Context: an optimization exercise on an open-source flow, tuned for small area. The choices shown serve that exercise and are no tape-out recipe. Function was checked by simulation only, so behaviour that the tests miss may differ from the original. Power and IR drop assume default switching activity.

**design/flow/design.v**
```verilog
module sird_dec (
    input  wire [9:0] code,
    input  wire       rd_in,     
    output wire       dat,
    output wire [7:0] data,
    output wire       sot,
    output wire       eot,
    output wire       sos,
    output wire       syn,
    output wire       cap,
    output wire       idl,
    output wire       rd_out
);
    wire [5:0] six  = code[9:4];
    wire [3:0] four = code[3:0];
    function [6:0] t6(input [5:0] c);
        case (c)
            6'b000101: t6 = {1'b0, 1'b1, 5'b11111};
            6'b000110: t6 = {1'b0, 1'b1, 5'b10000};
            6'b000111: t6 = {1'b0, 1'b1, 5'b11111};
            6'b001001: t6 = {1'b0, 1'b1, 5'b11111};
            6'b001010: t6 = {1'b0, 1'b1, 5'b10000};
            6'b001011: t6 = {1'b1, 1'b1, 5'b00000};
            6'b001100: t6 = {1'b0, 1'b1, 5'b10100};
            6'b001101: t6 = {1'b1, 1'b1, 5'b00000};
            6'b001110: t6 = {1'b1, 1'b1, 5'b00000};
            6'b010001: t6 = {1'b0, 1'b1, 5'b11111};
            6'b010010: t6 = {1'b0, 1'b1, 5'b10000};
            6'b010011: t6 = {1'b1, 1'b1, 5'b00000};
            6'b010100: t6 = {1'b0, 1'b1, 5'b10101};
            6'b010101: t6 = {1'b1, 1'b1, 5'b00000};
            6'b010110: t6 = {1'b1, 1'b1, 5'b00000};
            6'b010111: t6 = {1'b1, 1'b0, 5'b10101};
            6'b011000: t6 = {1'b0, 1'b1, 5'b00110};
            6'b011001: t6 = {1'b1, 1'b1, 5'b00000};
            6'b011010: t6 = {1'b1, 1'b1, 5'b00000};
            6'b011011: t6 = {1'b1, 1'b0, 5'b00110};
            6'b011100: t6 = {1'b1, 1'b1, 5'b00000};
            6'b011101: t6 = {1'b1, 1'b0, 5'b01111};
            6'b011110: t6 = {1'b1, 1'b0, 5'b00000};
            6'b100001: t6 = {1'b0, 1'b1, 5'b11111};
            6'b100010: t6 = {1'b0, 1'b1, 5'b10000};
            6'b100011: t6 = {1'b1, 1'b1, 5'b00000};
            6'b100100: t6 = {1'b0, 1'b1, 5'b11001};
            6'b100101: t6 = {1'b1, 1'b1, 5'b00000};
            6'b100110: t6 = {1'b1, 1'b1, 5'b00000};
            6'b100111: t6 = {1'b1, 1'b0, 5'b11001};
            6'b101000: t6 = {1'b0, 1'b1, 5'b01010};
            6'b101001: t6 = {1'b1, 1'b1, 5'b00000};
            6'b101010: t6 = {1'b1, 1'b1, 5'b00000};
            6'b101011: t6 = {1'b1, 1'b0, 5'b01010};
            6'b101100: t6 = {1'b1, 1'b1, 5'b00000};
            6'b101101: t6 = {1'b1, 1'b0, 5'b01111};
            6'b101110: t6 = {1'b1, 1'b0, 5'b00000};
            6'b110001: t6 = {1'b1, 1'b1, 5'b00000};
            6'b110010: t6 = {1'b1, 1'b1, 5'b00000};
            6'b110011: t6 = {1'b1, 1'b0, 5'b01011};
            6'b110100: t6 = {1'b1, 1'b1, 5'b00000};
            6'b110101: t6 = {1'b1, 1'b0, 5'b01111};
            6'b110110: t6 = {1'b1, 1'b0, 5'b00000};
            6'b111000: t6 = {1'b1, 1'b0, 5'b00000};
            6'b111001: t6 = {1'b1, 1'b0, 5'b01111};
            6'b111010: t6 = {1'b1, 1'b0, 5'b00000};
            default: t6 = 7'd0;
        endcase
    endfunction
    wire [6:0] e6  = t6(six);
    wire       ok6 = rd_in ? e6[5] : e6[6];
    wire [4:0] x   = e6[4:0] ^ {six[1], six[2], six[3], six[4], six[5]};
    wire [2:0] n6 = six[0] + six[1] + six[2] + six[3] + six[4] + six[5];
    wire [2:0] n4 = four[0] + four[1] + four[2] + four[3];
    wire rd_mid = (n6 > 3'd3 || six == 6'b000111) ? 1'b1 :
                  (n6 < 3'd3 || six == 6'b111000) ? 1'b0 : rd_in;
    assign rd_out = (n4 > 3'd2 || four == 4'b0011) ? 1'b1 :
                    (n4 < 3'd2 || four == 4'b1100) ? 1'b0 : rd_mid;
    wire a7 = rd_mid ? (x == 5'd11 || x == 5'd13 || x == 5'd14)
                     : (x == 5'd17 || x == 5'd18 || x == 5'd20);
    reg       ok4;
    reg [2:0] y;
    always @* begin
        ok4 = 1'b1;
        y   = 3'd0;
        case ({rd_mid, four})
            5'b0_1011, 5'b1_0100: y = 3'd0;
            5'b0_1001, 5'b1_1001: y = 3'd1;
            5'b0_0101, 5'b1_0101: y = 3'd2;
            5'b0_1100, 5'b1_0011: y = 3'd3;
            5'b0_1101, 5'b1_0010: y = 3'd4;
            5'b0_1010, 5'b1_1010: y = 3'd5;
            5'b0_0110, 5'b1_0110: y = 3'd6;
            5'b0_1110, 5'b1_0001: begin y = 3'd7; ok4 = !a7; end
            5'b0_0111, 5'b1_1000: begin y = 3'd7; ok4 = a7; end
            default: ok4 = 1'b0;
        endcase
    end
    assign dat  = ok6 && ok4;
    assign data = dat ? {y, x} : 8'h00;
    wire k28 = rd_in ? (six == 6'b110000) : (six == 6'b001111);
    assign cap = k28 && (four == (rd_in ? 4'b1011 : 4'b0100));
    assign syn = k28 && (four == (rd_in ? 4'b0110 : 4'b1001));
    assign sos = k28 && (four == (rd_in ? 4'b1010 : 4'b0101));
    assign idl = k28 && (four == (rd_in ? 4'b0101 : 4'b1010));
    assign sot = rd_in ? (code == 10'b001001_0111) : (code == 10'b110110_1000);
    assign eot = rd_in ? (code == 10'b010001_0111) : (code == 10'b101110_1000);
endmodule
module sird_rx (
    input  wire        clk,
    input  wire        rst,           
    input  wire        in_valid,
    input  wire [9:0]  in_code,       
    output wire        mk_valid,
    output wire        mk_capt,       
    output wire        mk_ok,
    output wire [7:0]  mk_num,
    output wire        hdr_valid,
    output wire        hdr_ok,
    output wire [1:0]  hdr_mode,
    output wire        hdr_latch,
    output wire [1:0]  hdr_rdiv,
    output wire [9:0]  hdr_mf,
    output wire [7:0]  hdr_quota,
    output wire [7:0]  hdr_cmd_len,
    output wire [7:0]  hdr_cycle,
    output wire        cmd_valid,
    output wire        cmd_ok,
    output wire        body_valid,
    output wire [7:0]  body_data,
    output wire        seg_valid,
    output wire        seg_ok,
    output wire        seg_bad,       
    output wire [7:0]  seg_pos,
    output wire [7:0]  seg_nstat,
    output wire [10:0] seg_len,
    output wire        seg_fmt_ok,    
    output wire [5:0]  seg_nsb,       
    output wire [4:0]  seg_kinds,     
    output wire        pi_valid,
    output wire [4:0]  pi_pos,
    output wire [23:0] pi_sample,
    output wire [7:0]  pi_cnt,
    output wire        trn_valid,
    output wire [5:0]  trn_nseg,
    output wire        trn_abort,
    output wire        trn_trunc,
    output wire        trn_stray,
    output wire        trn_hdr_bad,
    output reg  [15:0] code_errs,
    output reg  [15:0] crc_errs,
    output reg  [15:0] trains_lost
);
    reg        v;               
    reg  [9:0] code_r;
    reg        rd;              
    always @(posedge clk) begin
        v      <= in_valid && !rst;
        code_r <= in_code;
    end
    wire       dat, sot, eot, sos, syn, cap, idl, rd_nx;
    wire [7:0] byte_;           
    sird_dec u_dec (
        .code   (code_r),
        .rd_in  (rd),
        .dat    (dat),
        .data   (byte_),
        .sot    (sot),
        .eot    (eot),
        .sos    (sos),
        .syn    (syn),
        .cap    (cap),
        .idl    (idl),
        .rd_out (rd_nx)
    );
    wire bad    = !(dat || sot || eot || sos || syn || cap || idl);
    wire unit   = dat || bad;               
    wire is_end = sot || eot || idl;
    function [15:0] crc_byte(input [15:0] c, input [7:0] b);
        integer k;
        reg [15:0] r;
        begin
            r = c;
            for (k = 7; k >= 0; k = k - 1) begin
                if (r[15] ^ b[k])
                    r = {r[14:0], 1'b0} ^ 16'h1021;
                else
                    r = {r[14:0], 1'b0};
            end
            crc_byte = r;
        end
    endfunction
    reg [2:0] mst;
    reg [7:0] mk_p1;
    wire mk_p1_due = mst[2] && !mst[1];
    wire fa        = v && !mst[2] && !mst[1] && !syn && !cap;    
    localparam [2:0] S_OUT = 3'd0,
                     S_HDR = 3'd1,
                     S_CMD = 3'd2,
                     S_GAP = 3'd3,
                     S_SEG = 3'd4,
                     S_SKT = 3'd5,      
                     S_SKH = 3'd6;      
    localparam [2:0] B_KIND = 3'd0,
                     B_LENP = 3'd1,     
                     B_LENO = 3'd2,     
                     B_DCAP = 3'd3,     
                     B_DATA = 3'd4,     
                     B_DEAD = 3'd5;
    reg [2:0]  state;
    reg [10:0] cnt;             
    reg        ub;              
    reg [7:0]  d1, d2;          
    reg [15:0] crc;             
    reg        lok;             
    reg [7:0]  h3, h4, h5, h6;
    reg [4:0]  h7;
    reg [7:0]  spos, snstat;
    reg [5:0]  nseg;            
    reg        stray;
    reg [2:0]  bst;
    reg [7:0]  brem;            
    reg [5:0]  nsb;
    reg [4:0]  kinds;
    reg        pi_have;
    wire in_hdr = (state == S_HDR);
    wire in_cmd = (state == S_CMD);
    wire in_seg = (state == S_SEG);
    wire in_gap = (state == S_GAP);
    wire shift    = fa && unit && (in_hdr || in_cmd || in_seg);
    wire [15:0] crc_next = crc_byte(crc, d2);
    wire crc_eq   = (crc_next == {byte_, d1});
    wire lastgood = !ub && !bad;
    wire [10:0] cnt_inc = cnt + 11'd1;
    wire hdr_end  = fa && unit && in_hdr && (cnt[2:0] == 3'd7);
    wire len_ok   = (h3 == 8'd0) || (h3 >= 8'd6 && h3 <= 8'd70);
    wire hok      = lastgood && crc_eq && len_ok;
    wire cmd_end  = fa && unit && in_cmd && (cnt_inc[6:0] == h3[6:0]);
    wire seg_long = (cnt[10:2] != 9'd0);
    wire close    = fa && in_seg && (sos || is_end);
    wire sgood    = seg_long && !ub && lok;
    wire pstep    = fa && unit && in_seg && seg_long;    
    wire uclr     = (fa && (sot || sos)) || hdr_end;     
    wire tend     = fa && is_end && (state != S_OUT);
    wire trunc    = in_hdr || in_cmd || (state == S_SKT);
    wire hbad     = (state == S_SKH);
    wire crc_fail = ((hdr_end || cmd_end) && lastgood && !crc_eq) ||
                    (close && seg_long && !ub && !lok);
    wire kind_ok  = (d2[7:4] == 4'd0) && (d2[3:0] != 4'd0) && (d2[3:0] <= 4'd5);
    wire chsh     = (fa && unit && in_hdr && (cnt[2:0] != 3'd7)) ||
                    (pstep && bst == B_DCAP);
    always @(posedge clk) begin
        if (rst) begin
            rd    <= 1'b0;
            mst   <= 3'd0;
            state <= S_OUT;
        end else if (v) begin
            rd <= rd_nx;
            if (mk_p1_due)
                mst[2:1] <= dat ? 2'b01 : 2'b11;
            else if (mst[1])
                mst[2:1] <= 2'b00;
            else if (syn || cap)
                mst <= {2'b10, cap};
            if (fa) begin
                if (sot)
                    state <= S_HDR;
                else if (is_end)
                    state <= S_OUT;
                else case (state)
                    S_HDR:
                        if (!unit)
                            state <= S_SKT;
                        else if (cnt[2:0] == 3'd7)
                            state <= !hok ? S_SKH : (h3 == 8'd0) ? S_GAP : S_CMD;
                    S_CMD:
                        if (!unit)
                            state <= S_SKT;
                        else if (cnt_inc[6:0] == h3[6:0])
                            state <= S_GAP;
                    S_GAP:
                        if (sos)
                            state <= S_SEG;
                    default: ;
                endcase
            end
        end
    end
    always @(posedge clk) begin
        if (mk_p1_due && v)
            mk_p1 <= byte_;
        if (shift) begin
            d1  <= byte_;
            d2  <= d1;
            lok <= crc_eq;
        end
        if (uclr)
            crc <= 16'hFFFF;
        else if (shift && cnt[10:1] != 10'd0)
            crc <= crc_next;
        if (uclr)
            cnt <= 11'd0;
        else if (shift && cnt != 11'h7FF)
            cnt <= cnt_inc;
        if (uclr)
            ub <= 1'b0;
        else if (shift && bad)
            ub <= 1'b1;
        if (chsh) begin
            h3 <= d2;
            h4 <= h3;
            h5 <= h4;
            h6 <= h5;
            h7 <= h6[4:0];
        end
        if (uclr) begin
            spos   <= 8'h00;
            snstat <= 8'h00;
        end else if (shift && cnt == 11'd0)
            spos   <= byte_;
        else if (shift && cnt == 11'd1)
            snstat <= byte_;
        if (fa && sot) begin
            nseg  <= 6'd0;
            stray <= 1'b0;
        end else if (fa && sos && (in_gap || in_seg)) begin
            if (nseg != 6'd63)
                nseg <= nseg + 6'd1;
        end else if (fa && unit && in_gap)
            stray <= 1'b1;
        if (uclr) begin
            bst     <= B_KIND;
            nsb     <= 6'd0;
            kinds   <= 5'd0;
            pi_have <= 1'b0;
        end else if (pstep) begin
            case (bst)
                B_KIND:
                    if (!kind_ok)
                        bst <= B_DEAD;
                    else begin
                        bst <= (d2[3:0] == 4'd1) ? B_LENP : B_LENO;
                        if (nsb != 6'd63)
                            nsb <= nsb + 6'd1;
                        kinds[d2[2:0] - 3'd1] <= 1'b1;
                    end
                B_LENP: begin
                    brem <= d2;
                    bst  <= (d2 != 8'd4) ? B_DEAD : pi_have ? B_DATA : B_DCAP;
                end
                B_LENO: begin
                    brem <= d2;
                    bst  <= (d2 == 8'd0) ? B_KIND : B_DATA;
                end
                B_DCAP, B_DATA: begin
                    brem <= brem - 8'd1;
                    if (brem == 8'd1) begin
                        bst <= B_KIND;
                        if (bst == B_DCAP)
                            pi_have <= 1'b1;
                    end
                end
                default: ;
            endcase
        end
    end
    wire [16:0] ce_inc = code_errs + (v && bad);
    wire [16:0] cr_inc = crc_errs + crc_fail;
    wire [16:0] tl_inc = trains_lost + (tend && (!eot || trunc || hbad));
    always @(posedge clk) begin
        if (rst) begin
            code_errs   <= 16'd0;
            crc_errs    <= 16'd0;
            trains_lost <= 16'd0;
        end else begin
            code_errs   <= ce_inc[15:0] | {16{ce_inc[16]}};
            crc_errs    <= cr_inc[15:0] | {16{cr_inc[16]}};
            trains_lost <= tl_inc[15:0] | {16{tl_inc[16]}};
        end
    end
    assign mk_valid    = v && mst[1];
    assign mk_capt     = mst[0];
    assign mk_ok       = !mst[2] && dat && (byte_ == ~mk_p1);
    assign mk_num      = mk_p1;
    assign hdr_valid   = hdr_end;
    assign hdr_ok      = hok;
    assign hdr_mode    = h7[1:0];
    assign hdr_latch   = h7[2];
    assign hdr_rdiv    = h7[4:3];
    assign hdr_mf      = {h5[1:0], h6};
    assign hdr_quota   = h4;
    assign hdr_cmd_len = h3;
    assign hdr_cycle   = d2;
    assign cmd_valid   = cmd_end;
    assign cmd_ok      = lastgood && crc_eq;
    assign body_valid  = pstep;
    assign body_data   = d2;
    assign seg_valid   = close;
    assign seg_ok      = sgood;
    assign seg_bad     = ub;
    assign seg_pos     = spos;
    assign seg_nstat   = snstat;
    assign seg_len     = cnt;
    assign seg_fmt_ok  = (bst == B_KIND);
    assign seg_nsb     = nsb;
    assign seg_kinds   = kinds;
    assign pi_valid    = close && sgood && (bst == B_KIND) && pi_have;
    assign pi_pos      = spos[4:0];
    assign pi_sample   = {h4, h5, h6};
    assign pi_cnt      = h3;
    assign trn_valid   = tend;
    assign trn_nseg    = nseg;
    assign trn_abort   = !eot;
    assign trn_trunc   = trunc;
    assign trn_stray   = stray;
    assign trn_hdr_bad = hbad;
endmodule
```
**design/flow/flow/run.sh**
```bash
#!/bin/bash
# Own layout flow: the standard layout (standard.sh) with two changes:
#  - synthesis is the standard flow's own synth_recipe.tcl, except that ABC maps the
#    logic with an area-oriented script (flow/area.abc) in place of ORFS's
#    speed script; the registers are left as the standard synthesis makes them;
#  - each port gets the smallest buffer, buf_1, in place of the default one.
# make's full output goes to make_finish.log here; ORFS keeps each step's
# log under orfs/logs.
set -euo pipefail
W=$(pwd)
bash standard.sh "SYNTH_SCRIPT=$W/flow/my_synth.tcl" \
    "BUFFER_PORTS_ARGS=-buffer_cell sky130_fd_sc_hd__buf_1" finish > make_finish.log 2>&1
```
**design/flow/flow/area.abc**
```
strash
&get -n
&deepsyn -T 60
&dch
&nf -p -R 1000
&put
```
**design/flow/flow/my_synth.tcl**
```tcl
# synth_recipe.tcl, with the main ABC mapping run on flow/area.abc
set my_dir [file dirname [file normalize [info script]]]
proc abc {args} {
  global my_dir
  set i [lsearch -exact $args -script]
  if { $i >= 0 && [string match *abc_speed.script [lindex $args [expr { $i + 1 }]]] } {
    set args [lreplace $args [expr { $i + 1 }] [expr { $i + 1 }] $my_dir/area.abc]
  }
  yosys abc {*}$args
}
source [file join $my_dir .. synth_recipe.tcl]
```
**design/flow/standard.sh**
```bash
#!/bin/bash
# synth_recipe.tcl (not shown) runs the flow's synth.tcl, then flattens the netlist and writes it again
# the make line also repeats each setting of config.mk as NAME=value (left out here)
make -C /OpenROAD-flow-scripts/flow DESIGN_CONFIG=/design/flow/config.mk WORK_HOME=/design/flow/orfs CLKGATE_MAP_FILE= SYNTH_SCRIPT=/design/flow/synth_recipe.tcl "${@:-finish}"
```
**design/flow/config.mk**
```make
export PLATFORM = sky130hd
export DESIGN_NAME = sird_rx
export DESIGN_NICKNAME = sird_rx
export VERILOG_FILES = /design/flow/design.v
export SDC_FILE = /design/flow/constraint.sdc
export NUM_CORES = 4
export LEC_CHECK = 0
export CAP_MARGIN = 20
export CORE_MARGIN = 2
export CORE_UTILIZATION = 60
export CTS_BUF_LIST = sky130_fd_sc_hd__clkbuf_8
export CTS_CLUSTER_DIAMETER = 60
export SLEW_MARGIN = 20
```
**design/flow/constraint.sdc**
```tcl
create_clock -name core_clock -period 10.0 [get_ports {clk}]
set_input_delay 2.0000 -clock core_clock [delete_from_list [all_inputs] [get_ports {clk}]]
set_output_delay 2.0000 -clock core_clock [all_outputs]
set_load 0.01 [all_outputs]
```
==> results of run 1 <==
==> cell families after synthesis <==
group,Yosys count,synth area share (%)
XOR/XNOR,71,6.357
AO/OA/AOI/OAI,249,15.14
adder cells (fa/ha/maj),36,4.912
buffers and inverters,92,5.027
AND/OR/NAND/NOR,357,18.20
flip-flops,209,49.94
multiplexers,4,0.4221
==> metrics by stage <==
stage	util (%)	cell area [um^2]	power [mW]	instances
after floorplan	-	9782	1.059	1018
after global placement	66.74	10600	1.108	1414
after global routing	71.24	11320	1.923	1473
final	71.24	11320	1.852	1473
after detailed placement	66.74	10600	1.111	1414
after CTS	71.21	11310	1.865	1473
==> synthesized netlist by cell type (12+ instances only) <==
master | n | area share [%]
a21oi_1 | 114 | 5.8
a31oi_1 | 26 | 1.7
and3_1 | 27 | 1.7
and4_1 | 15 | 1.3
buf_4 | 39 | 3.0
clkinv_1 | 53 | 2.0
dfxtp_1 | 139 | 28
edfxtp_1 | 70 | 21
ha_1 | 32 | 4.1
nand2_1 | 86 | 3.3
nand3_1 | 18 | 0.92
nor2_1 | 95 | 3.6
nor2b_1 | 12 | 0.77
nor3_1 | 30 | 1.5
o21ai_0 | 47 | 2.4
or2_0 | 22 | 1.4
xnor2_1 | 28 | 2.5
xor2_1 | 43 | 3.9
==> power by group through the flow <==
stage / sequential (mW) / combinational, mW / clock [mW]
floorplan: 0.930 / 0.130 / 0
detailed placement: 0.933 / 0.179 / 0
global placement: 0.932 / 0.176 / 0
CTS: 0.914 / 0.180 / 0.771
global route: 0.917 / 0.203 / 0.803
finish: 0.915 / 0.180 / 0.757
==> how the worst min path moves through the flow <==
stage               startpoint  endpoint  depth (start not counted)
finish                   h5[2]     h6[2]                          0
global route             h5[2]     h6[2]                          0
floorplan                d1[3]     d2[3]                          0
CTS                      h5[2]     h6[2]                          0
detailed placement       h5[2]     h6[2]                          0
global placement         h5[2]     h6[2]                          0
==> worst register-to-register path, delay by kind of cell (launching register included) <==
kind | cells | cell delay, ns
mux | 1 | 0.30
simple gates | 12 | 2.52
fa+ha+maj | 6 | 2.02
buf+inv | 4 | 0.49
flops | 1 | 0.42
compound gates | 8 | 2.06
==> metal layers <==
layer / vias to the layer above / track usage (%)
li1: 4080 / -
met1: 3790 / 36.47
met4: 0 / 8.273
met5: - / 0
met3: 39 / 4.128
met2: 293 / 41.68
==> flip-flops by register name, indices dropped and copies added (netlist names), 6 cells and up <==
name	cells
nsb	6
h4	8
code_errs	16
trains_lost	16
code_r	10
crc	16
u_dec.e6	7
snstat	8
d1	8
brem	8
h6	8
h3	8
d2	8
spos	8
h5	8
cnt	11
crc_errs	16
nseg	6
mk_p1	8
==> layout make-up <==
type / instances / area [um^2] / share of cell area [%]
Clock buffer: 46 / 633.1 / 5.594
Clock inverter: 13 / 77.57 / 0.6855
Inverter: 53 / 198.9 / 1.758
Multi-Input combinational cell: 717 / 4410 / 38.97
Sequential cell: 209 / 4885 / 43.16
Tap cell: 216 / 270.3 / 2.388
Timing Repair Buffer: 219 / 842.1 / 7.441
==> impl_metrics.tcl, run 1 <==
set metrics [dict create \
    cts_buffers 36 \
    p_per_area_mw_per_mm2 163.7 \
    switching_share_pct 24.61 \
    wl_met1_um 10540 \
    drtAntennaViolNets 0 \
    cts_resized 0 \
    initial_core_util_pct 61.58 \
    leakagePower_nw 4.123 \
    overflow 0 \
    syn_avg_cell_area_um2 9.609 \
    p_seq_share_pct 49.4 \
    drc_errors 0 \
    path_cells "clkinv_1 -> ha_1 -> clkinv_1 -> fa_1 -> fa_1 -> clkinv_1 -> fa_1 -> nand3b_1 -> nand2_1 -> a21oi_1 -> nand2_1 -> o22a_1 -> mux2_1 -> a31oi_1 -> buf_4 -> nand2_1 -> a221oi_1 -> o2111ai_1 -> nor4_1 -> and2_0 -> o21ai_0 -> clkinv_1 -> buf_1" \
    synth_nets 1067 \
    cp.arrival_ns 6.41 \
    final.min_clock_period_ns 8.406 \
    die_y_um 131.7 \
    crit_path_start_kind "flop" \
    routed.top_layer "met4" \
    vias 8202 \
    cpPeakStageDelay_ns 0.61 \
    syn_area_mm2 0.009782 \
    synthToLayoutAreaGrowth_pct 15.69 \
    final_cell_mix "buf_1 (213), dfxtp_1 (139), a21oi_1 (114)" \
    finalClockSkew_ns 0.02273 \
    rows 46 \
    grt_usage_pct 26.05 \
    die_area_mm2 0.01734 \
    rr_endpoint "crc_errs[13]" \
    yosysUniqueCellTypes 54 \
    outcome "finished clean" \
    crit_slowest_cell "nor4_1" \
    grt_pass1_wl_um 37320 \
    ir_drop_mv 0.1443 \
    dieWidth_um 131.7 \
    async_flop_share_pct 0 \
    end_kind "primary output" \
    hpwl_um 16630 \
    p_int_mw 1.397 \
    timing.rr.start "code_r[5]" \
    firstDrtPassIters 7 \
    postCtsHoldBufs 0 \
    critPathKind "reg -> out" \
    antenna_found_initial 0 \
    cp_top_family "compound AO/OA/AOI/OAI gates" \
    cts-htree-levels 2 \
    worstSetupPathDepth 23 \
    pwr-share-clk_pct 40.9 \
    cts_tree "done" \
    slew_viol_final 0 \
    cp.required_ns 8.00 \
    period_share_pct 84.06 \
    holdCritPathClass "reg -> reg" \
    clkTransAtPathRegs_ns 0.06 \
    grt_max_degree 57 \
    routedWlPerCell_um 15.49 \
    rrSetupSlack_ns 2.05 \
    routed_wl_um 22820 \
    setup_tns_ns 0 \
    max_freq_ghz 0.1190 \
    hold_violations 0 \
    vias_per_cell 5.568 \
    hold_slack_ns 0.4510 \
    clock_sinks 209 \
    io_buffers 214 \
    gp_congestion 0.8779 \
    ios 215 \
    cts_buffer_depth 3 \
    synthCells 1018 \
    fill_cells 1297 \
    finalWorstSetupSlack_ns 1.594 \
    cpMostUsedCell "clkinv_1" \
    final-setup-viol-count 0 \
    crit_path_max_fanout 13 \
    tightest_slew_ns 0.9938 \
    synth-main-ff-cell "dfxtp_1" \
    dr_wl_met2_um 10400 \
    insertion_delay_ns 0.51 \
    cts_setup_buffers 0 \
    maxSlewHeadroom_pct 33.61 \
    combPwrFrac_pct 9.7 \
    seq_area_frac_synth_pct 49.94 \
    drive_gt1_share_pct 4.455 \
    n_antenna_cell 0 \
    synth-seq-cells 209 \
    critPathBufInv 6 \
    cts_root_buffer "clkbuf_8" \
    place_ws_ns 2.181 \
    yosys_warnings 2 \
    dr_wl_met3_um 1400 \
    layout.nets 1285 \
    p_sw_mw 0.4558 \
    first_iter_violations 560 \
    cp-startpoint "code_r[5]" \
    cp-endpoint "hdr_ok" \
    grt_pass1_vias 7508 \
    core_area_mm2 0.01589 \
    mostFrequentLayoutCell "buf_1" \
    rsz0062_at_grt "no" \
    synth-edff-count 70 \
    maxCapViolCount 0 \
    reg2reg_depth 31 \
]
==> inputs of run 2 (changes only) <==
--- a/design/flow/design.v
+++ b/design/flow/design.v
@@ -149,11 +149,7 @@
     output reg  [15:0] trains_lost
 );
-    reg        v;               
-    reg  [9:0] code_r;
+    wire       v      = in_valid && !rst;
+    wire [9:0] code_r = in_code;
     reg        rd;              
-    always @(posedge clk) begin
-        v      <= in_valid && !rst;
-        code_r <= in_code;
-    end
     wire       dat, sot, eot, sos, syn, cap, idl, rd_nx;
     wire [7:0] byte_;           
==> design/flow/flow/run.sh (replaced) <==
#!/bin/bash
# Own layout flow: the standard layout (standard.sh) with two changes:
#  - synthesis is the standard flow's own synth_recipe.tcl, except that ABC maps the
#    logic with an area-oriented script (flow/area.abc) in place of ORFS's
#    speed script; the registers are left as the standard synthesis makes them;
#  - each port gets the smallest buffer, buf_1, in place of the default one;
#  - clock tree synthesis clusters the registers in larger groups, each
#    driven by one clkbuf_8.
# make's full output goes to make_finish.log here; ORFS keeps each step's
# log under orfs/logs.
set -euo pipefail
W=$(pwd)
bash standard.sh "SYNTH_SCRIPT=$W/flow/my_synth.tcl" \
    "BUFFER_PORTS_ARGS=-buffer_cell sky130_fd_sc_hd__buf_1" \
    "CTS_ARGS=-sink_clustering_enable -repair_clock_nets -sink_buffer_max_cap_derate 0.3 -sink_clustering_size 40 -sink_clustering_max_diameter 150 -buf_list sky130_fd_sc_hd__clkbuf_8" \
    finish > make_finish.log 2>&1
==> run 2 against run 1 <==
Compared with the run above: total power fell by 21%; global-route usage up 1.3 points; worst setup slack got worse by 1.2 ns; design area is 5.3% lower; largest cell class unchanged; highest routed layer unchanged.
==> impl_metrics.tcl, run 2 <==
set metrics [dict create \
    finalWorstSetupSlack_ns 0.4410 \
    tightest_slew_ns 0.8559 \
    worstSetupPathDepth 25 \
    rsz0062_at_grt "no" \
    insertion_delay_ns 0.46 \
    seq_area_frac_synth_pct 48.05 \
    synth.top_cells.by_count "dfxtp_1 (121), a21oi_1 (105), nand2_1 (98)" \
    power.total_mw 1.472 \
    synthMuxAreaShare_pct 0.4518 \
    fin_util_pct 70.22 \
    overflow 0 \
    cp-startpoint "in_code[4]" \
    firstDrtPassIters 5 \
    busiest_layer "met2" \
    synth_nets 1050 \
    hold_violations 0 \
    rr_endpoint "crc_errs[10]" \
    holdCritPathClass "reg -> reg" \
    p_per_area_mw_per_mm2 137.4 \
    critPathKind "in -> out" \
    clock_sinks 191 \
    cpMostUsedCell "nand2_1" \
    cp-endpoint "hdr_ok" \
    yosys_warnings 2 \
    synthCells 1004 \
    cts_buffers 17 \
    drtAntennaViolNets 0 \
    holdPathStages 2 \
    reg2reg_depth 24 \
    grt_usage_pct 27.39 \
    syn_avg_cell_area_um2 9.378 \
    cp.arrival_ns 7.56 \
    gp_congestion 0.9319 \
    rows 45 \
    io_buffers 214 \
    slew_viol_final 0 \
    grtUsageMet2_pct 43.03 \
    synthSimpleGateAreaFrac_pct 19.38 \
    routed_wl_um 23070 \
    synth-main-ff-cell "dfxtp_1" \
    final-setup-viol-count 0 \
    grt_util_met3_pct 5.945 \
    outcome "finished clean" \
    synth-adder-area-share_pct 4.704 \
    cp_top_family "adder cells" \
    synth-edff-count 70 \
    layout.nets 1253 \
    cts_tree "done" \
    leakagePower_nw 3.759 \
    drc_errors 0 \
    cp.required_ns 8.00 \
    cts_buffer_depth 2 \
    die_y_um 129.3 \
    maxSlewHeadroom_pct 42.59 \
    critPathBufInv 5 \
    cpPeakStageDelay_ns 0.47 \
    hp-start "mst[0]" \
    grt_pass1_wl_um 35970 \
    fill_cells 1305 \
    final.min_clock_period_ns 9.559 \
    max_freq_ghz 0.1046 \
    synth_compound_area_share_pct 15.59 \
    ios 215 \
    crit_path_start_kind "input port" \
    yosysTopAreaCell "dfxtp_1" \
    crit_path_max_fanout 13 \
    core_area_mm2 0.01526 \
    crit_slowest_cell "fa_1" \
    clkTransAtPathRegs_ns 0.09 \
    timing.rr.start "rd" \
    synthToLayoutAreaGrowth_pct 13.79 \
    syn_area_mm2 0.009415 \
    die_area_mm2 0.01671 \
    drive_gt1_share_pct 3.443 \
    synthTopCellsByArea "dfxtp_1 (26%), edfxtp_1 (22%), a21oi_1 (5.6%), nand2_1 (3.9%), ha_1 (3.9%)" \
    end_kind "primary output" \
    hpwl_um 17160 \
    place_ws_ns 0.2813 \
    routedWlPerCell_um 16.12 \
    final_cell_mix "buf_1 (213), dfxtp_1 (121), a21oi_1 (104)" \
    yosysUniqueCellTypes 50 \
    period_share_pct 95.59 \
    grt_max_degree 54 \
    vias_per_cell 5.626 \
    first_iter_violations 534 \
    finalClockSkew_ns 0.02226 \
    setup_tns_ns 0 \
    initial_core_util_pct 61.71 \
    cts-htree-levels 4 \
    synth_xor_area_share_pct 6.884 \
    antenna_found_initial 0 \
    synth_top_family_by_area "simple AND/OR/NAND/NOR gates" \
    synth-seq-cells 191 \
    mostFrequentLayoutCell "buf_1" \
    synth_top_area_share_pct 25.73 \
    rrSetupSlack_ns 4.38 \
    async_flop_share_pct 0 \
    dieWidth_um 129.3 \
    cts_root_buffer "clkbuf_8" \
    synth_most_common_cell "dfxtp_1" \
    grt_pass1_vias 6938 \
    gr-usage-met1_pct 39.06 \
    maxCapViolCount 0 \
    vias 8051 \
    ir_drop_mv 0.1265 \
    n_antenna_cell 0 \
]
[run 2: cell types whose count changed after synthesis, sizes merged, moves of 9 or more]
cell / change
a21oi: -9
nand2: +12
nand2b: +9
o21ai: +21
dfxtp: -18
nor2: -9
[run 2: cell families after synthesis]
family          Yosys count
fa+ha+maj                33
flops                   191
xor+xnor                 74
mux                       4
simple gates            366
buf+inv                  85
compound gates          251
[run 2: final cells by class]
| class | instances | area, um^2 | share of cell area (%) |
|---|---|---|---|
| inverter | 46 | 172.7 | 1.612 |
| clock buffer | 17 | 234.0 | 2.184 |
| timing repair buffer | 223 | 892.1 | 8.327 |
| clock inverter | 15 | 186.4 | 1.740 |
| multi-input combinational | 728 | 4441 | 41.45 |
| tap | 211 | 264.0 | 2.464 |
| sequential | 191 | 4524 | 42.23 |
[run 2: how the worst min path moves through the flow]
stage               endpoint  slack (ns)
CTS                   mst[0]        0.46
detailed placement     h6[5]        0.44
global route           h6[3]        0.47
floorplan              d2[6]        0.45
global placement       h6[2]        0.43
finish                mst[0]        0.46
[run 2: per-stage QoR]
stage	hold slack [ns]	cells	cell area, um^2
floorplan	0.4463	1004	9415
global placement	0.4281	1397	10250
detailed placement	0.4401	1397	10250
CTS	0.4598	1429	10680
global route	0.4731	1431	10710
finish	0.4583	1431	10710
[run 2: worst register-to-register path: cells and delay by family (launching register included)]
kind	cells	cell delay, ns
AO/OA/AOI/OAI	8	1.39
XOR/XNOR	1	0.16
adder cells (fa/ha/maj)	2	0.45
buffers and inverters	1	0.21
flip-flops	1	0.70
AND/OR/NAND/NOR	12	2.65
[run 2: where the power goes]
group	internal (mW)	switching, mW
Clock	0.251	0.277
Combinational	0.0463	0.0813
Sequential	0.809	0.00710
Total	1.11	0.365
[run 2: what timing repair did]
item | in CTS | in global routing
endpoints found under the setup margin | 0 | 14
gates resized for setup | 0 | 1
buffers inserted | 0 | 1
hold buffers | 0 | 0
[run 2: layer usage]
layer / up-vias / share of wire [%]
met3: 29 / 7.6
met4: 0 / 1.4
met1: 3734 / 45
li1: 3993 / -
met2: 295 / 45
met5: - / 0
==> inputs of run 3 (changes only) <==
==> design/flow/flow/run.sh (replaced) <==
#!/bin/bash
# Own layout flow: the standard layout (standard.sh) with these changes:
#  - synthesis is the standard flow's own synth_recipe.tcl, except that ABC maps the
#    logic with an area-oriented script (flow/area.abc) in place of ORFS's
#    speed script, and adders are left to ABC rather than mapped to half
#    and full adder cells first; the registers are left as the standard
#    synthesis makes them;
#  - each port gets the smallest buffer, buf_1, in place of the default one;
#  - clock tree synthesis clusters the registers in larger groups, each
#    driven by one clkbuf_8.
# make's full output goes to make_finish.log here; ORFS keeps each step's
# log under orfs/logs.
set -euo pipefail
W=$(pwd)
bash standard.sh "SYNTH_SCRIPT=$W/flow/my_synth.tcl" "ADDER_MAP_FILE=" \
    "BUFFER_PORTS_ARGS=-buffer_cell sky130_fd_sc_hd__buf_1" \
    "CTS_ARGS=-sink_clustering_enable -repair_clock_nets -sink_buffer_max_cap_derate 0.3 -sink_clustering_size 12 -sink_clustering_max_diameter 150 -buf_list sky130_fd_sc_hd__clkbuf_8" \
    finish > make_finish.log 2>&1
==> run 3 against run 2 <==
Compared with the run above: clock power increased by 11%; worst setup slack gained 0.69 ns; non-clock buffer count decreased by 3; first-iteration DRC count grew 20%; clock skew is 0.0059 ns lower; flip-flop and latch count unchanged; synthesized area down 8.2%; register-to-register slack improved by 0.43 ns; die area is 8.0% lower; still clean; total power increased by 32%; synthesized cell count shrank 11%; sequential share of layout area increased by 3.3 points.
==> impl_metrics.tcl, run 3 <==
set metrics [dict create \
    outcome "finished clean" \
    dp_cells 1255 \
    grt_pass1_wl_um 33880 \
    hpwl_um 16150 \
    die_y_um 124.0 \
    routed_wl_um 22060 \
    cts_tree "done" \
    yosysUniqueCellTypes 53 \
    antenna_found_initial 0 \
    synth-main-ff-cell "dfxtp_1" \
    holdCritPathClass "reg -> reg" \
    cts_root_buffer "clkbuf_8" \
    end_kind "primary output" \
    hold_violations 0 \
    synth_nets 908 \
    vias 7507 \
    grt_usage_pct 28.45 \
    io_buffers 214 \
    fin_area_mm2 0.009927 \
    synthTopCellsByArea "dfxtp_1 (28%), edfxtp_1 (24%), a21oi_1 (6.0%), nor2_1 (4.6%), xnor2_1 (4.3%)" \
    hp-start "h5[2]" \
    die_area_mm2 0.01537 \
    final-setup-viol-count 0 \
    gp_congestion 0.9126 \
    maxCapViolCount 0 \
    routedWlPerCell_um 17.13 \
    critPathKind "in -> out" \
    core_area_mm2 0.01399 \
    insertion_delay_ns 0.46 \
    cts_setup_buffers 0 \
    fin_util_pct 70.97 \
    synth_most_common_cell "dfxtp_1" \
    synth-seq-cells 191 \
    rsz0062_at_grt "no" \
    synthSimpleGateAreaFrac_pct 18.29 \
    crit_path_start_kind "input port" \
    synth-adder-area-share_pct 0 \
    postCtsHoldBufs 0 \
    setup_tns_ns 0 \
    synth-edff-count 70 \
    slew_viol_final 0 \
    first_iter_violations 639 \
    overflow 0 \
    yosys_warnings 2 \
    ir_drop_mv 0.1522 \
    rows 43 \
    drive_gt1_share_pct 3.700 \
    p_per_area_mw_per_mm2 196.2 \
    cp-startpoint "in_code[4]" \
    seq_area_frac_synth_pct 52.37 \
    synth_top_area_share_pct 28.04 \
    max_freq_ghz 0.1127 \
    cts_buffer_depth 2 \
    synth.top_cells.by_count "dfxtp_1 (121), nor2_1 (107), a21oi_1 (104)" \
    syn_area_mm2 0.008640 \
    clkTransAtPathRegs_ns 0.09 \
    initial_core_util_pct 61.76 \
    drtAntennaViolNets 0 \
    syn_avg_cell_area_um2 9.653 \
    mostFrequentLayoutCell "buf_1" \
    period_share_pct 88.70 \
    firstDrtPassIters 4 \
    synth_compound_area_share_pct 17.61 \
    grt_max_degree 46 \
    synthCells 895 \
    n_antenna_cell 0 \
    cp.arrival_ns 6.87 \
    synth_top_family_by_area "simple AND/OR/NAND/NOR gates" \
    maxSlewHeadroom_pct 40.59 \
    synthToLayoutAreaGrowth_pct 14.90 \
    yosysTopAreaCell "dfxtp_1" \
    finalClockSkew_ns 0.01634 \
    ios 215 \
    drc_errors 0 \
    leakagePower_nw 3.411 \
    final_cell_mix "buf_1 (213), dfxtp_1 (121), nor2_1 (107)" \
    clock_sinks 191 \
    crit_path_max_fanout 17 \
    layout.nets 1108 \
    final.min_clock_period_ns 8.870 \
    dieWidth_um 124.0 \
    synthMuxAreaShare_pct 0.2462 \
    vias_per_cell 5.828 \
    cts_buffers 17 \
    synth_xor_area_share_pct 7.400 \
    async_flop_share_pct 0 \
    cp.required_ns 8.00 \
    timing.rr.start "rd" \
    stdcell_count 1288 \
    postPlaceCellArea_mm2 0.009429 \
    cts_resized 0 \
    cts-htree-levels 4 \
    grt_pass1_vias 6740 \
    tightest_slew_ns 0.8879 \
]
[run 3: cell types whose count changed after synthesis, moves of 9 or more]
| cell | previous run | this run |
|---|---|---|
| nand2_1 | 98 | 59 |
| clkinv_1 | 46 | 16 |
| ha_1 | 29 | 0 |
| nor2_1 | 86 | 107 |
| o21ai_0 | 68 | 51 |
| or2_0 | 19 | 5 |
| a22o_1 | 6 | 18 |
| nand3_1 | 13 | 25 |
| a31oi_1 | 21 | 12 |
| nor2b_1 | 10 | 19 |
| xor2_1 | 40 | 31 |
[run 3: per-stage QoR]
stage | power [mW] | hold WS, ns | worst slack (ns)
finish | 1.948 | 0.4585 | 1.130
global route | 2.040 | 0.4808 | 0.6281
CTS | 1.953 | 0.4563 | 1.157
detailed placement | 1.371 | 0.4374 | 1.157
global placement | 1.360 | 0.4303 | 1.247
floorplan | 1.242 | 0.4476 | 2.218
[run 3: critical path: stages]
cell and delay, ns:
buf_1 0.48, nor2b_1 0.32, a211oi_1 0.12, a221oi_1 0.23, o21ai_0 0.15, nand2b_1 0.18, a21oi_1 0.14, nor2_1 0.08
a221o_1 0.32, o21ai_0 0.13, a21oi_1 0.07, nor3_1 0.24, o21ai_0 0.13, buf_4 0.21, nor2b_1 0.33, xor2_1 0.16
a2111oi_0 0.51, nand3b_1 0.22, nor3_1 0.45, o21a_1 0.22, buf_1 0.18
[run 3: kinds of logic (layout without fill, tap and decap cells)]
kind of cell    count (synthesis)  count (layout)
compound gates                248             248
mux                             2               2
xor+xnor                       73              73
buf+inv                        55             268
flops                         191             191
simple gates                  326             326
[run 3: final timing paths]
kind / to / slack (ns) / depth (start not counted)
max: hdr_ok / 1.13 / 21
min: h6[2] / 0.46 / 0
max reg2reg: cnt[9] / 4.81 / 20
min reg2reg: h6[2] / 0.46 / 0
[run 3: metal layers]
metal / vias to the layer above / part of all wire [%] / GRT usage, % / wire length, um
met4: 0 / 2.2 / 9.831 / 489
met3: 34 / 7.1 / 5.495 / 1562
li1: 3645 / - / - / -
met5: - / 0 / 0 / 0
met1: 3526 / 43 / 38.16 / 9522
met2: 302 / 48 / 46.33 / 10490
[run 3: power by group]
group	switching (mW)	total [mW]	internal (mW)	leakage [nW]
combinational	0.265	0.431	0.166	1.55
clock	0.277	0.586	0.310	0.241
sequential	0.0632	0.930	0.867	1.62
total	0.605	1.95	1.34	3.41
[run 3: cell type report]
| class | instances | area (um^2) |
|---|---|---|
| clock buffer | 18 | 247.7 |
| inverter | 16 | 60.06 |
| multi-input combinational | 649 | 3777 |
| clock inverter | 14 | 222.7 |
| sequential | 191 | 4524 |
| tap | 180 | 225.2 |
| fill | 1120 | 4061 |
| timing repair buffer | 220 | 869.6 |
==> inputs of run 4 (changes only) <==
--- a/design/flow/flow/run.sh
+++ b/design/flow/flow/run.sh
@@ -8,5 +8,5 @@
 #  - each port gets the smallest buffer, buf_1, in place of the default one;
 #  - clock tree synthesis clusters the registers in larger groups, each
-#    driven by one clkbuf_8.
+#    driven by one clkbuf_16.
 # make's full output goes to make_finish.log here; ORFS keeps each step's
 # log under orfs/logs.
@@ -15,4 +15,4 @@
 bash standard.sh "SYNTH_SCRIPT=$W/flow/my_synth.tcl" "ADDER_MAP_FILE=" \
     "BUFFER_PORTS_ARGS=-buffer_cell sky130_fd_sc_hd__buf_1" \
-    "CTS_ARGS=-sink_clustering_enable -repair_clock_nets -sink_buffer_max_cap_derate 0.3 -sink_clustering_size 12 -sink_clustering_max_diameter 150 -buf_list sky130_fd_sc_hd__clkbuf_8" \
+    "CTS_ARGS=-sink_clustering_enable -repair_clock_nets -sink_buffer_max_cap_derate 0.3 -sink_clustering_size 24 -sink_clustering_max_diameter 150 -buf_list sky130_fd_sc_hd__clkbuf_16" \
     finish > make_finish.log 2>&1
==> run 4 against run 3 <==
Compared with the run above: register-to-register slack got worse by 0.06 ns; cell count unchanged; count of clock-buffer cells in the layout increased by 2; total power increased by 7.1%; hold slack improved by 0.00065 ns; fmax decreased by 0.13%; core utilization increased by 1.2 points; largest power group unchanged; clock power increased by 23%; critical endpoint unchanged; worst setup slack got worse by 0.011 ns; first-iteration DRC count decreased by 6.4%.
==> impl_metrics.tcl, run 4 <==
set metrics [dict create \
    layout.nets 1108 \
    core_area_mm2 0.01399 \
    synth-main-ff-cell "dfxtp_1" \
    p_per_area_mw_per_mm2 206.6 \
    leakagePower_nw 3.489 \
    synth_most_common_cell "dfxtp_1" \
    synthCells 895 \
    hold_violations 0 \
    synthToLayoutAreaGrowth_pct 16.83 \
    syn_area_mm2 0.008640 \
    rrSetupSlack_ns 4.75 \
    syn_avg_cell_area_um2 9.653 \
    clock_sinks 191 \
    postCtsHoldBufs 0 \
    synthTopCellsByArea "dfxtp_1 (28%), edfxtp_1 (24%), a21oi_1 (6.0%), nor2_1 (4.6%), xnor2_1 (4.3%)" \
    final-setup-viol-count 0 \
    end_kind "primary output" \
    ios 215 \
    synth.top_cells.by_count "dfxtp_1 (121), nor2_1 (107), a21oi_1 (104)" \
    crit_path_start_kind "input port" \
    synth_top_area_share_pct 28.04 \
    outcome "finished clean" \
    drc_errors 0 \
    overflow 0 \
    fin_area_mm2 0.01009 \
    multi_input_area_mm2 0.003777 \
    drtAntennaViolNets 0 \
    drive_gt1_share_pct 3.700 \
    cts_buffer_depth 2 \
    setup_tns_ns 0 \
    yosys_warnings 2 \
    firstDrtPassIters 5 \
    regArea_mm2 0.004524 \
    rows 43 \
    postPlaceCellArea_mm2 0.009429 \
    routed_wl_um 22340 \
    fill_cells 1082 \
    yosysUniqueCellTypes 53 \
    vias_per_cell 5.915 \
    antenna_found_initial 0 \
    gp_congestion 0.9126 \
    period_share_pct 88.82 \
    clkTransAtPathRegs_ns 0.07 \
    finalClockSkew_ns 0.008002 \
    final_cell_mix "buf_1 (213), dfxtp_1 (121), nor2_1 (107)" \
    seq_area_frac_synth_pct 52.37 \
    cts_tree "done" \
    ir_drop_mv 0.1537 \
    grt_usage_pct 29.00 \
    die_y_um 124.0 \
    synth_nets 908 \
    grt_pass1_vias 6777 \
    cts_root_buffer "clkbuf_16" \
    grt_pass1_wl_um 34450 \
    dieWidth_um 124.0 \
    io_buffers 214 \
    initial_core_util_pct 61.76 \
    final.min_clock_period_ns 8.882 \
    first_iter_violations 598 \
    cts_buffers 17 \
    critPathKind "in -> out" \
    maxCapViolCount 0 \
    async_flop_share_pct 0 \
    cts_resized 0 \
    cts-htree-levels 4 \
    synth-edff-count 70 \
    n_antenna_cell 0 \
    grt_max_degree 46 \
    cts_setup_buffers 0 \
    yosysTopAreaCell "dfxtp_1" \
    cp.arrival_ns 6.88 \
    crit_path_max_fanout 17 \
    routedWlPerCell_um 17.35 \
    holdCritPathClass "reg -> reg" \
    hpwl_um 16150 \
    mostFrequentLayoutCell "buf_1" \
    vias 7619 \
    slew_viol_final 0 \
    synth-seq-cells 191 \
    cp.required_ns 8.00 \
    max_freq_ghz 0.1126 \
    insertion_delay_ns 0.44 \
    maxSlewHeadroom_pct 39.82 \
    die_area_mm2 0.01537 \
    tightest_slew_ns 0.8947 \
    rsz0062_at_grt "no" \
]
run 4: cell counts after synthesis:
Identical to the previous run, type by type.
run 4: layout make-up:
class,count,area share [%]
clock buffers,20,4.958
clock inverters,12,1.351
well taps,180,2.231
multi-input cells,649,37.42
flip-flops and latches,191,44.82
repair buffers,220,8.615
inverters,16,0.5950
run 4: path summary, 6_finish.rpt:
kind / cells past startpoint / to / start
worst max register to register: 20 / cnt[9] / rd
worst max-delay path: 21 / hdr_ok / in_code[4]
worst min register to register: 0 / h6[6] / h5[6]
worst min-delay path: 0 / h6[6] / h5[6]
run 4: per-stage QoR:
step	util [%]	power (mW)	hold slack (ns)	instances	worst slack (ns)
floorplan	-	1.242	0.4476	895	2.218
global placement	67.41	1.360	0.4303	1255	1.247
detailed placement	67.41	1.371	0.4374	1255	1.157
CTS	71.96	2.090	0.4595	1287	1.188
global route	72.16	2.175	0.4819	1288	0.6642
finish	72.16	2.085	0.4592	1288	1.118
run 4: worst max-delay path, cell delays in order:
cell	delay, ns
buf_1	0.48
nor2b_1	0.32
a211oi_1	0.12
a221oi_1	0.23
o21ai_0	0.15
nand2b_1	0.18
a21oi_1	0.15
nor2_1	0.08
a221o_1	0.32
o21ai_0	0.14
a21oi_1	0.07
nor3_1	0.23
o21ai_0	0.13
buf_4	0.21
nor2_1	0.35
o21ai_0	0.17
a2111oi_0	0.47
nand3b_1	0.23
nor3_1	0.45
o21a_1	0.22
buf_1	0.18
run 4: cells by family (layout without fill, tap and decap cells):
| kind of cell | Yosys count | after routing | share of synthesized area (%) |
|---|---|---|---|
| simple gates | 326 | 326 | 18.29 |
| compound gates | 248 | 248 | 17.61 |
| flops | 191 | 191 | 52.37 |
| xor+xnor | 73 | 73 | 7.400 |
| buf+inv | 55 | 268 | 4.084 |
| mux | 2 | 2 | 0.2462 |
run 4: report_power, final:
| part | switching [mW] | total (mW) | internal (mW) |
|---|---|---|---|
| Sequential | 0.0634 | 0.931 | 0.868 |
| Combinational | 0.270 | 0.436 | 0.166 |
| Clock | 0.300 | 0.718 | 0.418 |
| Total | 0.633 | 2.09 | 1.45 |
run 4: layer usage:
metal  vias to the layer above  wire length, um  GRT usage [%]
li1                       3654                -              -
met1                      3591             9688          38.88
met2                       327            10510          46.60
met3                        47             1618          6.273
met4                         0              530          10.32
met5                         -                0              0
==> inputs of run 5 (changes only) <==
--- a/design/flow/flow/run.sh
+++ b/design/flow/flow/run.sh
@@ -8,5 +8,5 @@
 #  - each port gets the smallest buffer, buf_1, in place of the default one;
 #  - clock tree synthesis clusters the registers in larger groups, each
-#    driven by one clkbuf_16.
+#    driven by one clkbuf_8, and adds no dummy loads to the tree.
 # make's full output goes to make_finish.log here; ORFS keeps each step's
 # log under orfs/logs.
@@ -15,4 +15,4 @@
 bash standard.sh "SYNTH_SCRIPT=$W/flow/my_synth.tcl" "ADDER_MAP_FILE=" \
     "BUFFER_PORTS_ARGS=-buffer_cell sky130_fd_sc_hd__buf_1" \
-    "CTS_ARGS=-sink_clustering_enable -repair_clock_nets -sink_buffer_max_cap_derate 0.3 -sink_clustering_size 24 -sink_clustering_max_diameter 150 -buf_list sky130_fd_sc_hd__clkbuf_16" \
+    "CTS_ARGS=-sink_clustering_enable -repair_clock_nets -dont_use_dummy_load -sink_buffer_max_cap_derate 0.3 -sink_clustering_size 12 -sink_clustering_max_diameter 150 -buf_list sky130_fd_sc_hd__clkbuf_8" \
     finish > make_finish.log 2>&1
==> run 5 against run 4 <==
Compared with the run above: cell count shrank 1.2%; synthesized area did not move; critical path type unchanged; highest routed layer unchanged; critical path depth increased by 1; sequential power about the same; wire length shrank 2.3%; combinational power about the same; die area unchanged; worst setup slack worse by 0.019 ns; hold slack worse by 0.019 ns; via count fell by 2.2%.
==> impl_metrics.tcl, run 5 <==
set metrics [dict create \
    max_freq_ghz 0.1123 \
    rr_endpoint "code_errs[11]" \
    vias_per_cell 5.852 \
    crit_path_start_kind "input port" \
    insertion_delay_ns 0.47 \
    path_cells "buf_1 -> nor2b_1 -> a211oi_1 -> a221oi_1 -> o21ai_0 -> nand2b_1 -> nor2b_1 -> a21oi_1 -> nor2_1 -> o21ai_0 -> a21oi_1 -> a21oi_1 -> nor3_1 -> o21ai_0 -> buf_4 -> nor2b_1 -> xor2_1 -> a2111oi_0 -> nand3b_1 -> nor3_1 -> o21a_1 -> buf_1" \
    synth.top_cells.by_count "dfxtp_1 (121), nor2_1 (107), a21oi_1 (104)" \
    synth-main-ff-cell "dfxtp_1" \
    finalWorstSetupSlack_ns 1.099 \
    cp-endpoint "hdr_ok" \
    layout.nets 1108 \
    leakagePower_nw 3.292 \
    routedWlPerCell_um 17.15 \
    holdCritPathClass "reg -> reg" \
    crit_path_max_fanout 17 \
    rrSetupSlack_ns 4.83 \
    power.total_mw 1.741 \
    end_kind "primary output" \
    synth_most_common_cell "dfxtp_1" \
    tightest_slew_ns 0.9065 \
    cp.arrival_ns 6.90 \
    die_area_mm2 0.01537 \
    place_ws_ns 1.157 \
    final.min_clock_period_ns 8.901 \
    cp.required_ns 8.00 \
    slew_viol_final 0 \
    first_iter_violations 543 \
    syn_avg_cell_area_um2 9.653 \
    ir_drop_mv 0.1521 \
    reg2reg_depth 19 \
    gp_congestion 0.9126 \
    cts_buffers 17 \
    firstDrtPassIters 5 \
    cp-startpoint "in_code[4]" \
    synthCells 895 \
    ios 215 \
    vias 7449 \
    routed_wl_um 21840 \
    critPathBufInv 3 \
    yosysTopAreaCell "dfxtp_1" \
    hpwl_um 16150 \
    cts_setup_buffers 0 \
    yosys_warnings 2 \
    final_cell_mix "buf_1 (213), dfxtp_1 (121), nor2_1 (107)" \
    critPathKind "in -> out" \
    period_share_pct 89.01 \
    cts_buffer_depth 2 \
    maxSlewHeadroom_pct 39.34 \
    synth_nets 908 \
    grt_max_degree 46 \
    synth_top_area_share_pct 28.04 \
    drive_gt1_share_pct 2.379 \
    grt_pass1_vias 6617 \
    cts_resized 0 \
    mostFrequentLayoutCell "buf_1" \
    hold_violations 0 \
    synth-seq-cells 191 \
    cts_tree "done" \
    synth-edff-count 70 \
    yosysUniqueCellTypes 53 \
    final-setup-viol-count 0 \
    cpPeakStageDelay_ns 0.52 \
    postCtsHoldBufs 0 \
    crit_slowest_cell "a2111oi_0" \
    initial_core_util_pct 61.76 \
    async_flop_share_pct 0 \
    cts-htree-levels 4 \
    grt_pass1_wl_um 33470 \
    outcome "finished clean" \
    rows 43 \
    dieWidth_um 124.0 \
    clkTransAtPathRegs_ns 0.08 \
    grt_usage_pct 28.17 \
    p_per_area_mw_per_mm2 179.7 \
    finalClockSkew_ns 0.03787 \
    cts_root_buffer "clkbuf_8" \
    drc_errors 0 \
    overflow 0 \
    timing.rr.start "rd" \
    seq_area_frac_synth_pct 52.37 \
    antenna_found_initial 0 \
    core_area_mm2 0.01399 \
    drtAntennaViolNets 0 \
    synthToLayoutAreaGrowth_pct 12.17 \
    clock_sinks 191 \
    io_buffers 214 \
    cp_top_family "simple AND/OR/NAND/NOR gates" \
    n_antenna_cell 0 \
    maxCapViolCount 0 \
    rsz0062_at_grt "no" \
    syn_area_mm2 0.008640 \
    die_y_um 124.0 \
    synthTopCellsByArea "dfxtp_1 (28%), edfxtp_1 (24%), a21oi_1 (6.0%), nor2_1 (4.6%), xnor2_1 (4.3%)" \
    worstSetupPathDepth 22 \
    setup_tns_ns 0 \
]
## run 5: cell counts after synthesis
No cell type changed its count.
## run 5: area by class of cell
cell class,instances,area [um^2]
clock buffers,17,234.0
inverters,16,60.06
multi-input cells,649,3777
repair buffers,220,869.6
fillers,1154,4298
flip-flops and latches,191,4524
well taps,180,225.2
## run 5: stage by stage
stage / hold slack (ns) / cells / area, um^2 / util [%]
2_1_floorplan: 0.4476 / 895 / 8640 / -
5_1_grt: 0.4631 / 1273 / 9691 / 69.28
3_3_place_gp: 0.4303 / 1255 / 9429 / 67.41
3_5_place_dp: 0.4374 / 1255 / 9429 / 67.41
6_report: 0.4397 / 1273 / 9691 / 69.28
4_1_cts: 0.4422 / 1272 / 9663 / 69.08
## run 5: kinds of logic after synthesis
| kind of cell | Yosys count | synth area share [%] |
|---|---|---|
| simple gates | 326 | 18.29 |
| xor+xnor | 73 | 7.400 |
| buf+inv | 55 | 4.084 |
| flops | 191 | 52.37 |
| compound gates | 248 | 17.61 |
| mux | 2 | 0.2462 |
## run 5: worst min path at each step
| stage | start | endpoint | slack [ns] | cells past startpoint |
|---|---|---|---|---|
| after floorplan | d1[5] | d2[5] | 0.45 | 0 |
| after global placement | h5[2] | h6[2] | 0.43 | 0 |
| after detailed placement | h5[2] | h6[2] | 0.44 | 0 |
| after CTS | h5[2] | h6[2] | 0.44 | 0 |
| after global routing | h5[2] | h6[2] | 0.46 | 0 |
| final | h5[2] | h6[2] | 0.44 | 0 |
## run 5: layer usage
| metal | global-route usage, % | up-vias | part of all wire [%] |
|---|---|---|---|
| met5 | 0 | - | 0 |
| met4 | 10.11 | 0 | 2.3 |
| met3 | 5.495 | 37 | 7.2 |
| met2 | 45.64 | 314 | 47 |
| met1 | 37.79 | 3472 | 43 |
| li1 | - | 3626 | - |
## run 5: where the power goes
group	switching [mW]	leakage, nW	internal [mW]
logic	0.267	1.55	0.166
registers	0.0630	1.62	0.868
clock network	0.227	0.122	0.151
==> inputs of run 6 (changes only) <==
--- a/design/flow/config.mk
+++ b/design/flow/config.mk
@@ -8,5 +8,5 @@
 export CAP_MARGIN = 20
 export CORE_MARGIN = 2
-export CORE_UTILIZATION = 60
+export CORE_UTILIZATION = 70
 export CTS_BUF_LIST = sky130_fd_sc_hd__clkbuf_8
 export CTS_CLUSTER_DIAMETER = 60
==> run 6 against run 5 <==
Compared with the run above: still clean; hold slack better by 0.018 ns; non-clock buffer count is 1 lower; critical path depth did not move; sequential power hardly changed; design area down 0.50%; worst setup slack lost 0.13 ns.
==> impl_metrics.tcl, run 6 <==
set metrics [dict create \
    outcome "finished clean" \
    die_area_mm2 0.01325 \
    clkTransAtPathRegs_ns 0.09 \
    hp-start "h5[4]" \
    synth_most_common_cell "dfxtp_1" \
    grt_max_degree 46 \
    ios 215 \
    holdCritPathClass "reg -> reg" \
    routed_wl_um 22250 \
    vias_per_cell 6.236 \
    final.min_clock_period_ns 9.036 \
    holdPathEnd "h6[4]" \
    cts_setup_buffers 0 \
    dieWidth_um 115.1 \
    max_freq_ghz 0.1107 \
    holdPathStages 0 \
    routedWlPerCell_um 17.96 \
    stdcell_count 1239 \
    synth.top_cells.by_count "dfxtp_1 (121), nor2_1 (107), a21oi_1 (104)" \
    crit_path_max_fanout 17 \
    period_share_pct 90.36 \
    crit_path_start_kind "input port" \
    syn_area_mm2 0.008640 \
    first_iter_violations 703 \
    synthToLayoutAreaGrowth_pct 11.60 \
    yosysUniqueCellTypes 53 \
    slew_viol_final 0 \
    rr_endpoint "cnt[9]" \
    final_cell_mix "buf_1 (213), dfxtp_1 (121), nor2_1 (107)" \
    grt_pass1_vias 6794 \
    critPathBufInv 3 \
    ir_drop_mv 0.1593 \
    hpwl_um 16220 \
    cp.required_ns 8.00 \
    reg2reg_depth 20 \
    postCtsHoldBufs 0 \
    leakagePower_nw 3.287 \
    cpPeakStageDelay_ns 0.54 \
    finalClockSkew_ns 0.02473 \
    rows 40 \
    synthCells 895 \
    syn_avg_cell_area_um2 9.653 \
    final-setup-viol-count 0 \
    maxCapViolCount 0 \
    io_buffers 214 \
    overflow 0 \
    n_antenna_cell 0 \
    cts_buffer_depth 2 \
    synth_nets 908 \
    grt_usage_pct 32.63 \
    seq_area_frac_synth_pct 52.37 \
    clock_sinks 191 \
    end_kind "primary output" \
    drtAntennaViolNets 0 \
    maxSlewHeadroom_pct 36.95 \
    vias 7726 \
    drive_gt1_share_pct 2.289 \
    tightest_slew_ns 0.9374 \
    p_per_area_mw_per_mm2 180.4 \
    synth-seq-cells 191 \
    cts-htree-levels 4 \
    synth-main-ff-cell "dfxtp_1" \
    path_cells "buf_1 -> nor2b_1 -> a211oi_1 -> a221oi_1 -> o21ai_0 -> nand2b_1 -> nor2b_1 -> a21oi_1 -> nor2_1 -> o21ai_0 -> a21oi_1 -> a21oi_1 -> nor3_1 -> o21ai_0 -> buf_4 -> nor2b_1 -> xor2_1 -> a2111oi_0 -> nand3b_1 -> nor3_1 -> o21a_1 -> buf_1" \
    cp_top_family "simple AND/OR/NAND/NOR gates" \
    firstDrtPassIters 5 \
    cts_buffers 17 \
    setup_tns_ns 0 \
    hold_slack_ns 0.4577 \
    synth_top_area_share_pct 28.04 \
    die_y_um 115.1 \
    cp.arrival_ns 7.04 \
    rrSetupSlack_ns 4.78 \
    insertion_delay_ns 0.46 \
    hold_violations 0 \
    cts_root_buffer "clkbuf_8" \
    async_flop_share_pct 0 \
    dp_cells 1221 \
    drc_errors 0 \
    critPathKind "in -> out" \
    synthTopCellsByArea "dfxtp_1 (28%), edfxtp_1 (24%), a21oi_1 (6.0%), nor2_1 (4.6%), xnor2_1 (4.3%)" \
    mostFrequentLayoutCell "buf_1" \
    antenna_found_initial 0 \
    grt_pass1_wl_um 33950 \
    yosysTopAreaCell "dfxtp_1" \
    crit_slowest_cell "nor3_1" \
    timing.rr.start "rd" \
    initial_core_util_pct 71.93 \
    cts_resized 0 \
    core_area_mm2 0.01201 \
    synth-edff-count 70 \
    cts_tree "done" \
    gp_congestion 0.8687 \
    layout.nets 1107 \
    yosys_warnings 2 \
    rsz0062_at_grt "no" \
]
## run 6: cells by family after synthesis
logic type | after synthesis | synth area share, %
DFF | 191 | 52.37
and+or+nand+nor | 326 | 18.29
buffers and inverters | 55 | 4.084
muxes | 2 | 0.2462
xor gates and xnor gates | 73 | 7.400
AOI/OAI and AO/OA | 248 | 17.61
## run 6: final cells by class
class | count | area [um^2]
sequential | 191 | 4524
clock buffer | 17 | 234.0
fill | 842 | 2370
tap | 147 | 183.9
inverter | 16 | 60.06
timing repair buffer | 219 | 862.1
multi-input combinational | 649 | 3777
## run 6: stage by stage
stage,area (um^2),power [mW],util [%],setup WS [ns]
global placement,9380,1.351,78.09,1.322
detailed placement,9380,1.363,78.09,1.137
global route,9642,1.814,80.27,0.5579
CTS,9614,1.730,80.04,1.123
floorplan,8640,1.242,-,2.218
finish,9642,1.739,80.27,0.9640
## run 6: routing by layer
metal	up-vias	GRT usage (%)	routed length (um)
li1	3631	-	-
met1	3636	41.08	9063
met2	406	55.33	10840
met3	53	7.275	1723
met4	0	12.21	623
met5	-	0	0
## run 6: how the worst max path moves through the flow
| stage | slack [ns] | cells after the start | to | startpoint |
|---|---|---|---|---|
| 2_1_floorplan | 2.22 | 18 | hdr_ok | in_code[5] |
| 3_3_place_gp | 1.32 | 22 | hdr_ok | in_code[5] |
| 6_report | 0.96 | 22 | hdr_ok | in_code[4] |
| 3_5_place_dp | 1.14 | 22 | hdr_ok | in_code[4] |
| 4_1_cts | 1.12 | 22 | hdr_ok | in_code[4] |
| 5_1_grt | 0.56 | 22 | hdr_ok | in_code[4] |
## run 6: report_power, final
part	total (mW)	switching, mW	internal [mW]
registers	0.931	0.0634	0.868
logic	0.428	0.262	0.166
clock network	0.381	0.230	0.151

[afterwards: timing with drivers on the ports]
The flow's constraints put no driver on any port. The routed layouts listed below were extracted and timed again, unchanged, in two steps. Step 1, drivers: a clkbuf_16 drives clk and a buf_2 each remaining input, both assumed. Step 2 adds t to the input delays and takes it off the output delays; t is the mean of the earliest and latest rising clock arrival at the registers after step 1. Input paths then give back, and output paths get back, about the clock's delay inside the block. Three values: ideal ports, drivers, drivers and shift; two values: the first two.
| run | shift t [ns] | setup WS [ns] | slew at the worst register clock pin (ns) | worst data-port slew with drivers (ns) | pins driven straight from the clock port |
|---|---|---|---|---|---|
| run 1 | 0.542 | 1.594 / 1.553 / 2.047 | 0.06 / 0.06 | 0.05 | 1 |
| run 2 | 0.490 | 0.441 / 0.420 / 0.420 | 0.11 / 0.11 | 0.04 | 1 |
| run 3 | 0.489 | 1.130 / 1.104 / 1.104 | 0.10 / 0.10 | 0.04 | 1 |
| run 4 | 0.478 | 1.118 / 1.093 / 1.093 | 0.07 / 0.07 | 0.04 | 1 |
| run 5 | 0.485 | 1.099 / 1.073 / 1.073 | 0.10 / 0.10 | 0.04 | 1 |
| run 6 | 0.481 | 0.964 / 0.940 / 0.940 | 0.09 / 0.09 | 0.04 | 1 |
After both steps setup and hold are still met in every run listed.
